This design comes from an exercise in tuning for small area and a short achievable clock period on the open sky130 flow, not from production work.
Where RTL was checked, it was by simulation tests only, not by an equivalence proof against the original.

== run a ==
==> flow/design.v <==
module arb_bank (
    input  wire        clk,
    input  wire        rst,           
    input  wire [18:0] req_valid,
    input  wire [75:0] req_len,       
    input  wire [5:0]  req_lnk_rt,    
    output wire [18:0] req_ready,
    input  wire        cfg_we,
    input  wire [4:0]  cfg_addr,      
    input  wire [15:0] cfg_wdata,
    output reg         gnt_valid,
    output reg  [4:0]  gnt_id,
    output reg  [4:0]  owner,         
    output reg  [3:0]  rt_run,
    output reg  [15:0] floor_cnt,
    output reg  [15:0] lfsr
);
    localparam N = 19;
    function can_rt;
        input integer id;
        can_rt = (id >= 6 && id <= 15);
    endfunction
    function can_be;
        input integer id;
        can_be = !(id >= 6 && id <= 9);
    endfunction
    function [7:0] ticket_reset;
        input integer id;
        begin
            if (id <= 3)       ticket_reset = 8'd32;
            else if (id <= 5)  ticket_reset = 8'd64;
            else if (id <= 17) ticket_reset = 8'd16;
            else               ticket_reset = 8'd32;
        end
    endfunction
    wire [N-1:0] prt;         
    wire [N-1:0] pbe;         
    wire [N-1:0] pend = prt | pbe;
    wire [N-1:0] take = req_valid & ~pend;
    wire [N-1:0] gsel;        
    wire         decide;
    wire [N-1:0] grant = gsel & {N{decide}};
    assign req_ready = ~pend;
    reg  [3:0] plen [0:N-1];
    wire [7:0] tk   [0:N-1];
    genvar gi, gj;
    generate
        for (gi = 0; gi < N; gi = gi + 1) begin : slot
            always @(posedge clk)
                if (take[gi]) plen[gi] <= req_len[4*gi +: 4];
            if (can_rt(gi)) begin : rt
                reg p;
                wire cls = (gi >= 10) ? req_lnk_rt[(gi >= 10) ? gi-10 : 0] : 1'b1;
                always @(posedge clk)
                    if (rst) p <= 1'b0;
                    else if (take[gi]) p <= cls;
                    else if (grant[gi]) p <= 1'b0;
                assign prt[gi] = p;
            end else begin : nrt
                assign prt[gi] = 1'b0;
            end
            if (can_be(gi)) begin : be
                reg p;
                wire cls = (gi >= 10 && gi <= 15) ? ~req_lnk_rt[(gi >= 10 && gi <= 15) ? gi-10 : 0] : 1'b1;
                reg [7:0] t;
                always @(posedge clk)
                    if (rst) p <= 1'b0;
                    else if (take[gi]) p <= cls;
                    else if (grant[gi]) p <= 1'b0;
                always @(posedge clk)
                    if (rst || (cfg_we && cfg_addr == gi))
                        t <= rst ? ticket_reset(gi) : cfg_wdata[7:0];
                assign pbe[gi] = p;
                assign tk[gi] = t;
            end else begin : nbe
                assign pbe[gi] = 1'b0;
                assign tk[gi] = 8'd0;
            end
        end
    endgenerate
    wire [N*N-1:0] ordm;     
    generate
        for (gi = 0; gi < N; gi = gi + 1) begin : row
            for (gj = 0; gj < N; gj = gj + 1) begin : col
                if (gi < gj && ((can_rt(gi) && can_rt(gj)) || (can_be(gi) && can_be(gj)))) begin : o
                    reg b;
                    always @(posedge clk)
                        if (take[gj]) b <= 1'b1;
                        else if (take[gi]) b <= 1'b0;
                    assign ordm[gi*N+gj] = b;
                end else if (gi > gj && ((can_rt(gi) && can_rt(gj)) || (can_be(gi) && can_be(gj)))) begin : tr
                    assign ordm[gi*N+gj] = ~row[gj].col[gi].o.b;
                end else begin : n
                    assign ordm[gi*N+gj] = 1'b1;
                end
            end
        end
    endgenerate
    wire [N-1:0] ort, obe;    
    generate
        for (gi = 0; gi < N; gi = gi + 1) begin : old
            assign ort[gi] = prt[gi] & &(ordm[gi*N +: N] | ~prt);
            assign obe[gi] = pbe[gi] & &(ordm[gi*N +: N] | ~pbe);
        end
    endgenerate
    wire rt_any = |prt;
    wire be_any = |pbe;
    reg [15:0] lfsr_next;
    reg        fb;
    integer i;
    always @* begin
        lfsr_next = lfsr;
        for (i = 0; i < 16; i = i + 1) begin
            fb = lfsr_next[15] ^ lfsr_next[13] ^ lfsr_next[12] ^ lfsr_next[10];
            lfsr_next = {lfsr_next[14:0], fb};
        end
    end
    function [11:0] rca;
        input [11:0] a, b;
        integer k;
        reg c;
        begin
            c = 1'b0;
            for (k = 0; k < 12; k = k + 1) begin
                rca[k] = a[k] ^ b[k] ^ c;
                c = (a[k] & b[k]) | (c & (a[k] ^ b[k]));
            end
        end
    endfunction
    function gtr;
        input [11:0] a, b;
        integer k;
        reg c;
        begin
            c = 1'b0;
            for (k = 0; k < 12; k = k + 1)
                c = (a[k] & ~b[k]) | (c & (a[k] | ~b[k]));
            gtr = c;
        end
    endfunction
    wire [11:0] m [0:14];
    generate
        for (gi = 0; gi < 15; gi = gi + 1) begin : msk
            localparam integer ID = (gi < 6) ? gi : gi + 4;
            assign m[gi] = pbe[ID] ? {4'd0, tk[ID]} : 12'd0;
        end
    endgenerate
    wire [11:0] s01   = rca(m[0], m[1]);
    wire [11:0] s23   = rca(m[2], m[3]);
    wire [11:0] s45   = rca(m[4], m[5]);
    wire [11:0] s67   = rca(m[6], m[7]);
    wire [11:0] s89   = rca(m[8], m[9]);
    wire [11:0] s1011 = rca(m[10], m[11]);
    wire [11:0] s1213 = rca(m[12], m[13]);
    wire [11:0] s0_3  = rca(s01, s23);
    wire [11:0] s4_7  = rca(s45, s67);
    wire [11:0] s8_11 = rca(s89, s1011);
    wire [11:0] s12_14 = rca(s1213, m[14]);
    wire [11:0] s0_7  = rca(s0_3, s4_7);
    wire [11:0] s8_14 = rca(s8_11, s12_14);
    wire [11:0] tsum  = rca(s0_7, s8_14);
    wire [11:0] P [0:14];
    assign P[0]  = m[0];
    assign P[1]  = s01;
    assign P[2]  = rca(s01, m[2]);
    assign P[3]  = s0_3;
    assign P[4]  = rca(s0_3, m[4]);
    assign P[5]  = rca(s0_3, s45);
    assign P[6]  = rca(P[5], m[6]);
    assign P[7]  = s0_7;
    assign P[8]  = rca(s0_7, m[8]);
    assign P[9]  = rca(s0_7, s89);
    assign P[10] = rca(P[9], m[10]);
    assign P[11] = rca(s0_7, s8_11);
    assign P[12] = rca(P[11], m[12]);
    assign P[13] = rca(P[11], s1213);
    assign P[14] = tsum;
    wire [17:0] ms1 = {2'b00, lfsr_next};
    wire [17:0] ms2 = {1'b0, lfsr_next, 1'b0};
    wire [17:0] ms3;
    reg         mc;
    integer     k;
    reg  [17:0] ms3_r;
    always @* begin
        mc = 1'b0;
        for (k = 0; k < 18; k = k + 1) begin
            ms3_r[k] = ms1[k] ^ ms2[k] ^ mc;
            mc = (ms1[k] & ms2[k]) | (mc & (ms1[k] ^ ms2[k]));
        end
    end
    assign ms3 = ms3_r;
    wire [27:0] pp [0:5];
    generate
        for (gi = 0; gi < 6; gi = gi + 1) begin : ppr
            wire [1:0] d = tsum[2*gi +: 2];
            wire [17:0] row = ({18{d == 2'd1}} & ms1) | ({18{d == 2'd2}} & ms2) |
                              ({18{d == 2'd3}} & ms3);
            assign pp[gi] = {10'd0, row} << (2*gi);
        end
    endgenerate
    function [27:0] csa_s;
        input [27:0] x, y, z;
        csa_s = x ^ y ^ z;
    endfunction
    function [27:0] csa_c;
        input [27:0] x, y, z;
        csa_c = ((x & y) | (x & z) | (y & z)) << 1;
    endfunction
    wire [27:0] ca1 = csa_s(pp[0], pp[1], pp[2]), cb1 = csa_c(pp[0], pp[1], pp[2]);
    wire [27:0] ca2 = csa_s(pp[3], pp[4], pp[5]), cb2 = csa_c(pp[3], pp[4], pp[5]);
    wire [27:0] ca3 = csa_s(ca1, cb1, ca2),       cb3 = csa_c(ca1, cb1, ca2);
    wire [27:0] ca4 = csa_s(ca3, cb3, cb2),       cb4 = csa_c(ca3, cb3, cb2);
    wire [27:0] prod = ca4 + cb4;
    wire [11:0] r = prod[27:16];
    wire [14:0] gt;
    wire [N-1:0] lot;
    generate
        for (gi = 0; gi < 15; gi = gi + 1) begin : lt
            localparam integer ID = (gi < 6) ? gi : gi + 4;
            assign gt[gi] = gtr(P[gi], r);
            if (gi == 0) begin : f
                assign lot[ID] = gt[gi];
            end else begin : n
                assign lot[ID] = gt[gi] & ~gt[gi-1];
            end
        end
        for (gi = 6; gi < 10; gi = gi + 1) begin : lz
            assign lot[gi] = 1'b0;
        end
    endgenerate
    wire boundary = (beats_left == 4'd0);    
    reg [3:0] beats_left;
    assign decide = boundary && (rt_any || be_any);
    wire pick_rt  = rt_any && (!be_any || rt_run != 4'd15);
    wire tzero    = (tsum == 12'd0);
    wire         use_old = pick_rt | tzero;
    wire [N-1:0] osel    = pick_rt ? ort : obe;
    assign gsel = use_old ? osel : lot;
    reg [4:0] win_old, win_lot;
    reg [3:0] len_old, len_lot;
    always @* begin
        win_old = 5'd0; win_lot = 5'd0;
        len_old = 4'd0; len_lot = 4'd0;
        for (i = 0; i < N; i = i + 1) begin
            if (osel[i]) begin
                win_old = win_old | i[4:0];
                len_old = len_old | plen[i];
            end
            if (lot[i]) begin
                win_lot = win_lot | i[4:0];
                len_lot = len_lot | plen[i];
            end
        end
    end
    wire [4:0] win  = use_old ? win_old : win_lot;
    wire [3:0] wlen = use_old ? len_old : len_lot;
    always @(posedge clk) begin
        if (rst) begin
            beats_left <= 4'd0;
            gnt_valid  <= 1'b0;
            gnt_id     <= 5'd0;
            owner      <= 5'd31;
            rt_run     <= 4'd0;
            floor_cnt  <= 16'd0;
            lfsr       <= 16'hACE1;
        end else begin
            gnt_valid <= decide;
            if (decide) begin
                beats_left <= wlen;
                gnt_id     <= win;
                owner      <= win;
                if (pick_rt) begin
                    rt_run <= be_any ? rt_run + 4'd1 : 4'd0;
                end else begin
                    rt_run <= 4'd0;
                    lfsr   <= lfsr_next;
                    if (rt_any && floor_cnt != 16'hFFFF)
                        floor_cnt <= floor_cnt + 16'd1;
                end
            end else if (boundary) begin
                owner <= 5'd31;
            end else begin
                beats_left <= beats_left - 4'd1;
            end
            if (cfg_we) begin
                if (cfg_addr == 5'd31) begin
                    if (cfg_wdata != 16'd0)
                        lfsr <= cfg_wdata;
                end else if (cfg_addr == 5'd30) begin
                    floor_cnt <= cfg_wdata;
                end
            end
        end
    end
endmodule
Settings: LEC_CHECK=0, CAP_MARGIN=40, CORE_MARGIN=2, CORE_UTILIZATION=40, SLEW_MARGIN=40; clock period 62.0 ns.
standard.sh (not shown) runs the stock make flow with config.mk's settings and CLKGATE_MAP_FILE= SYNTH_SCRIPT=/design/flow/synth_recipe.tcl, a recipe that flattens the netlist after the stock synthesis.
==> flow/flow/run.sh <==
#!/bin/bash
set -euo pipefail
bash standard.sh SETUP_SLACK_MARGIN=48 BUFFER_PORTS_ARGS='-buffer_cell sky130_fd_sc_hd__buf_1' finish > layout_make.log 2>&1
[inputs] run b vs run a
diff --git a/flow/design.v b/flow/design.v
--- a/flow/design.v
+++ b/flow/design.v
@@ -158,7 +158,7 @@
     wire [11:0] s12_14 = rca(s1213, m[14]);
     wire [11:0] s0_7  = rca(s0_3, s4_7);
     wire [11:0] s8_14 = rca(s8_11, s12_14);
-    wire [11:0] tsum  = rca(s0_7, s8_14);
+    wire [11:0] tsum  = s0_7 + s8_14;
     wire [11:0] P [0:14];
     assign P[0]  = m[0];
     assign P[1]  = s01;
@@ -239,18 +239,24 @@
     reg [4:0] win_old, win_lot;
     reg [3:0] len_old, len_lot;
     always @* begin
-        win_old = 5'd0; win_lot = 5'd0;
+        win_old = 5'd0;
         len_old = 4'd0; len_lot = 4'd0;
         for (i = 0; i < N; i = i + 1) begin
             if (osel[i]) begin
                 win_old = win_old | i[4:0];
                 len_old = len_old | plen[i];
             end
-            if (lot[i]) begin
-                win_lot = win_lot | i[4:0];
+            if (lot[i])
                 len_lot = len_lot | plen[i];
-            end
-        end
+        end
+    end
+    always @* begin
+        win_lot[4] = ~gt[11];
+        win_lot[3] = ~gt[5] & gt[11];
+        win_lot[2] = (~gt[3] & gt[5]) | (~gt[7] & gt[11]);
+        win_lot[1] = (~gt[1] & gt[3]) | (~gt[5] & gt[7]) | (~gt[9] & gt[11]) | ~gt[13];
+        win_lot[0] = (gt[1] & ~gt[0]) | (gt[3] & ~gt[2]) | (gt[5] & ~gt[4]) | (gt[7] & ~gt[6]) |
+                     (gt[9] & ~gt[8]) | (gt[11] & ~gt[10]) | (gt[13] & ~gt[12]);
     end
     wire [4:0] win  = use_old ? win_old : win_lot;
     wire [3:0] wlen = use_old ? len_old : len_lot;
Findings:
| fraction of cell area in non-clock buffers | run a vs run b | ≈ equal |
Run b completed; timing, DRC and antenna clean
Run a finished end to end and its layout was clean on timing, DRC and antenna.
Compared with run a, run b shows wire length of the first global-routing pass that has gone up by a few percent.
Looking at end of the critical path, the req_ready[16] result is from run b; the req_ready[13] one comes from run a.
Taking run a as the reference point, the number of antenna violations at the first check in global routing of run b rises by 2.
Run a -> run b: hold-critical path depth delta 0, exact match
Diff run a -> run b: relative slew slack shows a reduction of 1.3 points; number of flops mapped to enable cells by yosys neither gained nor lost much.
From run a to run b the numbers moved as follows: worst path setup slack after routing went down, number of buffers inserted by post-CTS setup repair went down, clock-buffer cell count went down, count of standard-cell rows went up.
For run b, only the layout was checked, not whether the RTL still works.

-- separate check: timing with driven ports --
In the flow no input, the clock included, has a driving cell. The finished layouts below were timed again as built, in two steps. Step 1 assumes that a clkbuf_16 drives the clock port and a buf_2 every other input. Step 2 times the ports against the registers' clock, not the clock port: input delays grow and output delays shrink by t, the midpoint of the rising clock arrivals with the driver on. Three values: no drivers, after step 1, after step 2; two values: the first two.
| run | t (ns) | setup slack, ns | worst hold slack (ns) | worst setup path at the end |
|---|---|---|---|---|
| run a | 0.663 | 48.016 / 47.949 / 47.482 | 0.462 / 0.462 / 0.462 | input to register |
| run b | 0.625 | 47.950 / 47.886 / 47.491 | 0.445 / 0.445 / 0.445 | input to register |
After both steps setup and hold are still met in every run listed. The setup slack of run a, which loses most, moves by -0.067 ns with the drivers and by -0.534 ns with both steps.
